Context: an optimization exercise on an open-source flow, tuned for small area and a short achievable clock period. The choices shown serve that exercise and are no tape-out recipe.
The RTL was checked by simulation tests, not by an equivalence proof against the original design.
Power and IR drop assume default switching activity.

## rev 12
==> flow/design.v <==
module sett_blkchk (
    input  wire         clk,
    input  wire         rst,           
    input  wire         in_valid,
    input  wire         in_write,      
    input  wire [2:0]   in_idx,
    input  wire [73:0]  in_wword,
    input  wire [591:0] in_block,      
    input  wire [7:0]   in_rowchk,
    input  wire [73:0]  in_colchk,
    output reg          out_valid,
    output reg  [73:0]  out_word,      
    output reg  [591:0] out_block,     
    output reg  [7:0]   out_rowchk,    
    output reg  [73:0]  out_colchk,
    output reg          out_corr,      
    output reg          out_chkfix,    
    output reg          out_uncorr,    
    output reg  [2:0]   out_err_word,  
    output reg  [6:0]   out_err_bit    
);
    localparam W  = 74;    
    localparam NW = 8;     
    localparam POISON = 73;
    integer i, c, k;
    reg [7:0]  p_row;       
    reg [73:0] p_col;       
    always @* begin
        for (i = 0; i < NW; i = i + 1)
            p_row[i] = ^in_block[W*i +: W];
        for (c = 0; c < W; c = c + 1) begin
            p_col[c] = 1'b0;
            for (i = 0; i < NW; i = i + 1)
                p_col[c] = p_col[c] ^ in_block[W*i + c];
        end
    end
    reg          s1_valid;
    reg          s1_write;
    reg  [2:0]   s1_idx;
    reg  [73:0]  s1_wword;
    reg  [591:0] s1_block;
    reg  [7:0]   row_par;
    reg  [73:0]  col_par;
    reg  [7:0]   row_fail;
    reg  [73:0]  col_fail;
    always @(posedge clk) begin
        if (rst)
            s1_valid <= 1'b0;
        else
            s1_valid <= in_valid;
        s1_write <= in_write;
        s1_idx   <= in_idx;
        s1_wword <= in_wword;
        s1_block <= in_block;
        row_par  <= p_row;
        col_par  <= p_col;
        row_fail <= p_row ^ in_rowchk;
        col_fail <= p_col ^ in_colchk;
    end
    reg [2:0] row_hi, row_lo;
    reg [6:0] col_hi, col_lo;
    always @* begin
        for (k = 0; k < 3; k = k + 1) begin
            row_hi[k] = 1'b0;
            row_lo[k] = 1'b0;
            for (i = 0; i < NW; i = i + 1)
                if ((i >> k) & 1) row_hi[k] = row_hi[k] | row_fail[i];
                else              row_lo[k] = row_lo[k] | row_fail[i];
        end
        for (k = 0; k < 7; k = k + 1) begin
            col_hi[k] = 1'b0;
            col_lo[k] = 1'b0;
            for (c = 0; c < W; c = c + 1)
                if ((c >> k) & 1) col_hi[k] = col_hi[k] | col_fail[c];
                else              col_lo[k] = col_lo[k] | col_fail[c];
        end
    end
    wire row_any  = row_hi[0] | row_lo[0];
    wire col_any  = col_hi[0] | col_lo[0];
    wire row_many = |(row_hi & row_lo);
    wire col_many = |(col_hi & col_lo);
    wire row_one  = row_any & ~row_many;
    wire col_one  = col_any & ~col_many;
    wire do_corr   = row_one & col_one;
    wire do_chkfix = (row_one & ~col_any) | (~row_any & col_one);
    wire do_uncorr = row_many | col_many;
    wire [7:0] row_flip = {NW{do_corr}} & row_fail;
    wire [7:0] poison   = {NW{do_uncorr}} & (row_fail | {NW{~row_any}});
    wire [7:0] pz_new   = poison & ~{s1_block[W*7 + POISON], s1_block[W*6 + POISON],
                                     s1_block[W*5 + POISON], s1_block[W*4 + POISON],
                                     s1_block[W*3 + POISON], s1_block[W*2 + POISON],
                                     s1_block[W*1 + POISON], s1_block[W*0 + POISON]};
    reg [7:0]   wsel;       
    reg [591:0] wr_block;   
    reg [7:0]   flip_row;   
    reg [7:0]   pois_row;   
    reg [591:0] new_block;
    always @* begin
        for (i = 0; i < NW; i = i + 1) begin
            wsel[i] = s1_write && s1_idx == i;
            wr_block[W*i +: W] = wsel[i] ? s1_wword : s1_block[W*i +: W];
        end
        flip_row = row_flip & ~wsel;
        pois_row = poison & ~wsel;
        for (i = 0; i < NW; i = i + 1) begin
            for (c = 0; c < W; c = c + 1)
                new_block[W*i + c] = wr_block[W*i + c] ^ (flip_row[i] & col_fail[c]);
            new_block[W*i + POISON] = new_block[W*i + POISON] | pois_row[i];
        end
    end
    reg [73:0] idx_word;    
    reg        idx_fail;    
    reg [73:0] fix_word;    
    reg        wpar;
    reg [7:0]  new_row;
    reg [73:0] new_col;
    reg        keep;        
    always @* begin
        idx_word = 74'd0;
        idx_fail = 1'b0;
        for (i = 0; i < NW; i = i + 1)
            if (s1_idx == i) begin
                idx_word = s1_block[W*i +: W];
                idx_fail = row_fail[i];
            end
        fix_word = (s1_write ? s1_wword : idx_word)
                 ^ ({W{do_corr & idx_fail & ~s1_write}} & col_fail);
        fix_word[POISON] = fix_word[POISON] | (poison[s1_idx] & ~s1_write);
        wpar = ^s1_wword;
        for (i = 0; i < NW; i = i + 1)
            new_row[i] = wsel[i] ? wpar : row_par[i] ^ row_flip[i] ^ pz_new[i];
        keep = ~(s1_write & idx_fail);
        for (c = 0; c < W; c = c + 1)
            new_col[c] = col_par[c] ^ (s1_write & (idx_word[c] ^ s1_wword[c]))
                       ^ (do_corr & keep & col_fail[c]);
        new_col[POISON] = new_col[POISON] ^ (^(pz_new & ~wsel));
    end
    always @(posedge clk) begin
        if (rst)
            out_valid <= 1'b0;
        else
            out_valid <= s1_valid;
        out_word     <= fix_word;
        out_block    <= new_block;
        out_rowchk   <= new_row;
        out_colchk   <= new_col;
        out_corr     <= do_corr;
        out_chkfix   <= do_chkfix;
        out_uncorr   <= do_uncorr;
        out_err_word <= row_hi;
        out_err_bit  <= col_hi;
    end
endmodule
Settings: LEC_CHECK=0, CAP_MARGIN=60, CORE_AREA=2.3 2.72 377.7 377.28, DIE_AREA=0 0 380 380, PLACE_DENSITY=0.72, SLEW_MARGIN=60; clock period 15.0 ns.
standard.sh (not shown) runs the stock make flow with config.mk's settings and CLKGATE_MAP_FILE= SYNTH_SCRIPT=/design/flow/synth_recipe.tcl, a recipe that flattens the netlist after the stock synthesis.
==> flow/flow/run.sh <==
#!/bin/bash
# Own flow: the standard ORFS layout with a few extra make settings:
# - port buffers use a plain buffer instead of the default delay-buffer cell,
# - CTS does not add dummy loads,
# - synthesis buffers are removed at floorplan instead of a timing repair there,
# - the timing repairs after CTS and global routing aim for extra setup slack
#   on the worst endpoints (the SDC is unchanged).
set -euo pipefail
EXTRA="'BUFFER_PORTS_ARGS=-buffer_cell sky130_fd_sc_hd__buf_1' 'CTS_ARGS=-sink_clustering_enable -repair_clock_nets -dont_use_dummy_load' REMOVE_ABC_BUFFERS=1 SETUP_SLACK_MARGIN=10.8 TNS_END_PERCENT=10 'PLACE_PINS_ARGS=-min_distance 1 -min_distance_in_tracks'"
sed "s|\"\${@:-finish}\"|$EXTRA \"\${@:-finish}\"|" standard.sh > own_standard.sh
bash own_standard.sh > own_standard.log 2>&1
Modified inputs, rev 13 compared to rev 12
==> flow/design.v <==
module sett_blkchk (
    input  wire         clk,
    input  wire         rst,           
    input  wire         in_valid,
    input  wire         in_write,      
    input  wire [2:0]   in_idx,
    input  wire [73:0]  in_wword,
    input  wire [591:0] in_block,      
    input  wire [7:0]   in_rowchk,
    input  wire [73:0]  in_colchk,
    output reg          out_valid,
    output reg  [73:0]  out_word,      
    output reg  [591:0] out_block,     
    output reg  [7:0]   out_rowchk,    
    output reg  [73:0]  out_colchk,
    output reg          out_corr,      
    output reg          out_chkfix,    
    output reg          out_uncorr,    
    output reg  [2:0]   out_err_word,  
    output reg  [6:0]   out_err_bit    
);
    localparam W  = 74;    
    localparam NW = 8;     
    localparam POISON = 73;
    integer i, c, k;
    localparam HW = W / 2;
    reg [7:0]  p_row_a;     
    reg [7:0]  p_row_b;     
    reg [73:0] p_col;       
    always @* begin
        for (i = 0; i < NW; i = i + 1) begin
            p_row_a[i] = ^in_block[W*i +: HW];
            p_row_b[i] = ^in_block[W*i + HW +: W - HW];
        end
        for (c = 0; c < W; c = c + 1) begin
            p_col[c] = 1'b0;
            for (i = 0; i < NW; i = i + 1)
                p_col[c] = p_col[c] ^ in_block[W*i + c];
        end
    end
    reg          s1_valid;
    reg          s1_write;
    reg  [7:0]   s1_isel;     
    reg  [7:0]   s1_wsel;     
    reg  [73:0]  s1_wword;
    reg          s1_wpar;     
    reg  [591:0] s1_block;
    reg  [7:0]   s1_row_a;
    reg  [7:0]   s1_row_b;
    reg  [7:0]   s1_rowchk;
    reg  [73:0]  col_par;
    reg  [73:0]  col_fail;
    always @(posedge clk) begin
        if (rst)
            s1_valid <= 1'b0;
        else
            s1_valid <= in_valid;
        s1_write <= in_write;
        for (i = 0; i < NW; i = i + 1) begin
            s1_isel[i] <= in_idx == i;
            s1_wsel[i] <= in_write && in_idx == i;
        end
        s1_wword  <= in_wword;
        s1_wpar   <= ^in_wword;
        s1_block  <= in_block;
        s1_row_a  <= p_row_a;
        s1_row_b  <= p_row_b;
        s1_rowchk <= in_rowchk;
        col_par   <= p_col;
        col_fail  <= p_col ^ in_colchk;
    end
    wire [7:0] row_fail = s1_row_a ^ s1_row_b ^ s1_rowchk;
    reg [2:0] row_hi, row_lo;
    reg [6:0] col_hi, col_lo;
    always @* begin
        for (k = 0; k < 3; k = k + 1) begin
            row_hi[k] = 1'b0;
            row_lo[k] = 1'b0;
            for (i = 0; i < NW; i = i + 1)
                if ((i >> k) & 1) row_hi[k] = row_hi[k] | row_fail[i];
                else              row_lo[k] = row_lo[k] | row_fail[i];
        end
        for (k = 0; k < 7; k = k + 1) begin
            col_hi[k] = 1'b0;
            col_lo[k] = 1'b0;
            for (c = 0; c < W; c = c + 1)
                if ((c >> k) & 1) col_hi[k] = col_hi[k] | col_fail[c];
                else              col_lo[k] = col_lo[k] | col_fail[c];
        end
    end
    wire row_any  = row_hi[0] | row_lo[0];
    wire col_any  = col_hi[0] | col_lo[0];
    wire row_many = |(row_hi & row_lo);
    wire col_many = |(col_hi & col_lo);
    wire row_one  = row_any & ~row_many;
    wire col_one  = col_any & ~col_many;
    wire do_corr   = row_one & col_one;
    wire do_chkfix = (row_one & ~col_any) | (~row_any & col_one);
    wire do_uncorr = row_many | col_many;
    wire [7:0] row_flip = {NW{do_corr}} & row_fail;
    wire [7:0] poison   = {NW{do_uncorr}} & (row_fail | {NW{~row_any}});
    wire [7:0] pz_new   = poison & ~{s1_block[W*7 + POISON], s1_block[W*6 + POISON],
                                     s1_block[W*5 + POISON], s1_block[W*4 + POISON],
                                     s1_block[W*3 + POISON], s1_block[W*2 + POISON],
                                     s1_block[W*1 + POISON], s1_block[W*0 + POISON]};
    reg [7:0]   wsel;       
    reg [591:0] wr_block;   
    reg [7:0]   flip_row;   
    reg [7:0]   pois_row;   
    reg [591:0] new_block;
    always @* begin
        wsel = s1_wsel;
        for (i = 0; i < NW; i = i + 1)
            wr_block[W*i +: W] = wsel[i] ? s1_wword : s1_block[W*i +: W];
        flip_row = row_flip & ~wsel;
        pois_row = poison & ~wsel;
        for (i = 0; i < NW; i = i + 1) begin
            for (c = 0; c < W; c = c + 1)
                new_block[W*i + c] = wr_block[W*i + c] ^ (flip_row[i] & col_fail[c]);
            new_block[W*i + POISON] = new_block[W*i + POISON] | pois_row[i];
        end
    end
    reg [73:0] idx_word;    
    reg        idx_fail;    
    reg [73:0] fix_word;    
    reg [7:0]  new_row;
    reg [73:0] new_col;
    reg        keep;        
    always @* begin
        idx_word = 74'd0;
        for (i = 0; i < NW; i = i + 1)
            idx_word = idx_word | ({W{s1_isel[i]}} & s1_block[W*i +: W]);
        idx_fail = |(s1_isel & row_fail);
        fix_word = (s1_write ? s1_wword : idx_word)
                 ^ ({W{do_corr & idx_fail & ~s1_write}} & col_fail);
        fix_word[POISON] = fix_word[POISON] | (|(s1_isel & poison) & ~s1_write);
        for (i = 0; i < NW; i = i + 1)
            new_row[i] = wsel[i] ? s1_wpar
                       : s1_rowchk[i] ^ (row_fail[i] & ~do_corr) ^ pz_new[i];
        keep = ~(s1_write & idx_fail);
        for (c = 0; c < W; c = c + 1)
            new_col[c] = col_par[c] ^ (s1_write & (idx_word[c] ^ s1_wword[c]))
                       ^ (do_corr & keep & col_fail[c]);
        new_col[POISON] = new_col[POISON] ^ (^(pz_new & ~wsel));
    end
    always @(posedge clk) begin
        if (rst)
            out_valid <= 1'b0;
        else
            out_valid <= s1_valid;
        out_word     <= fix_word;
        out_block    <= new_block;
        out_rowchk   <= new_row;
        out_colchk   <= new_col;
        out_corr     <= do_corr;
        out_chkfix   <= do_chkfix;
        out_uncorr   <= do_uncorr;
        out_err_word <= row_hi;
        out_err_bit  <= col_hi;
    end
endmodule
## What came out
Rev 13 vs. rev 12: cell area after synthesis went down; part of the total power dissipated in the clock network went up; core utilization went down; final cell count went down.
Rev 13 vs. rev 12: met3 track demand over resource now smaller; multiplexer area fraction after synthesis now smaller.
Rev 13 vs rev 12, placement-stage cell area went down by about 1%.
Rev 13 vs rev 12, clock skew went down by 16 ps.
Lower global-route usage among rev 12 and rev 13: rev 13
Setup slack in rev 13 is smaller than in rev 12.
Count of inverters other than clock inverters in the layout, rev 12 and rev 13, lower one = rev 13.
Looking at depth of the worst register-to-register path, rev 13 sits 1 higher than rev 12 does.

==> static timing again, ports no longer ideal <==
Ports are ideal in the flow. The routed layouts listed here were re-timed in OpenROAD.
Step 1: set_driving_cell puts a clkbuf_16 on clk and a buf_2 on each other input, an assumption about the parent block.
Step 2 moves the port delays by t, midway between the first and last clock arrival at a register: inputs arrive t later, outputs are due t later. That takes back most of the time a late clock gives input paths.
a / b / c = ideal ports / drivers / drivers and shift; a / b = the first two.
| run | t, ns | setup slack, ns | clock arrival spread, ns |
|---|---|---|---|
| rev 12 | 0.857 | 10.627 / 10.539 / 9.806 | 0.086 / 0.086 |
| rev 13 | 0.871 | 10.603 / 10.519 / 9.809 | 0.068 / 0.067 |
After both steps setup and hold are still met in every run listed. For rev 12, which loses most, drivers alone change the setup slack by -0.088 ns; drivers and shift together by -0.821 ns.
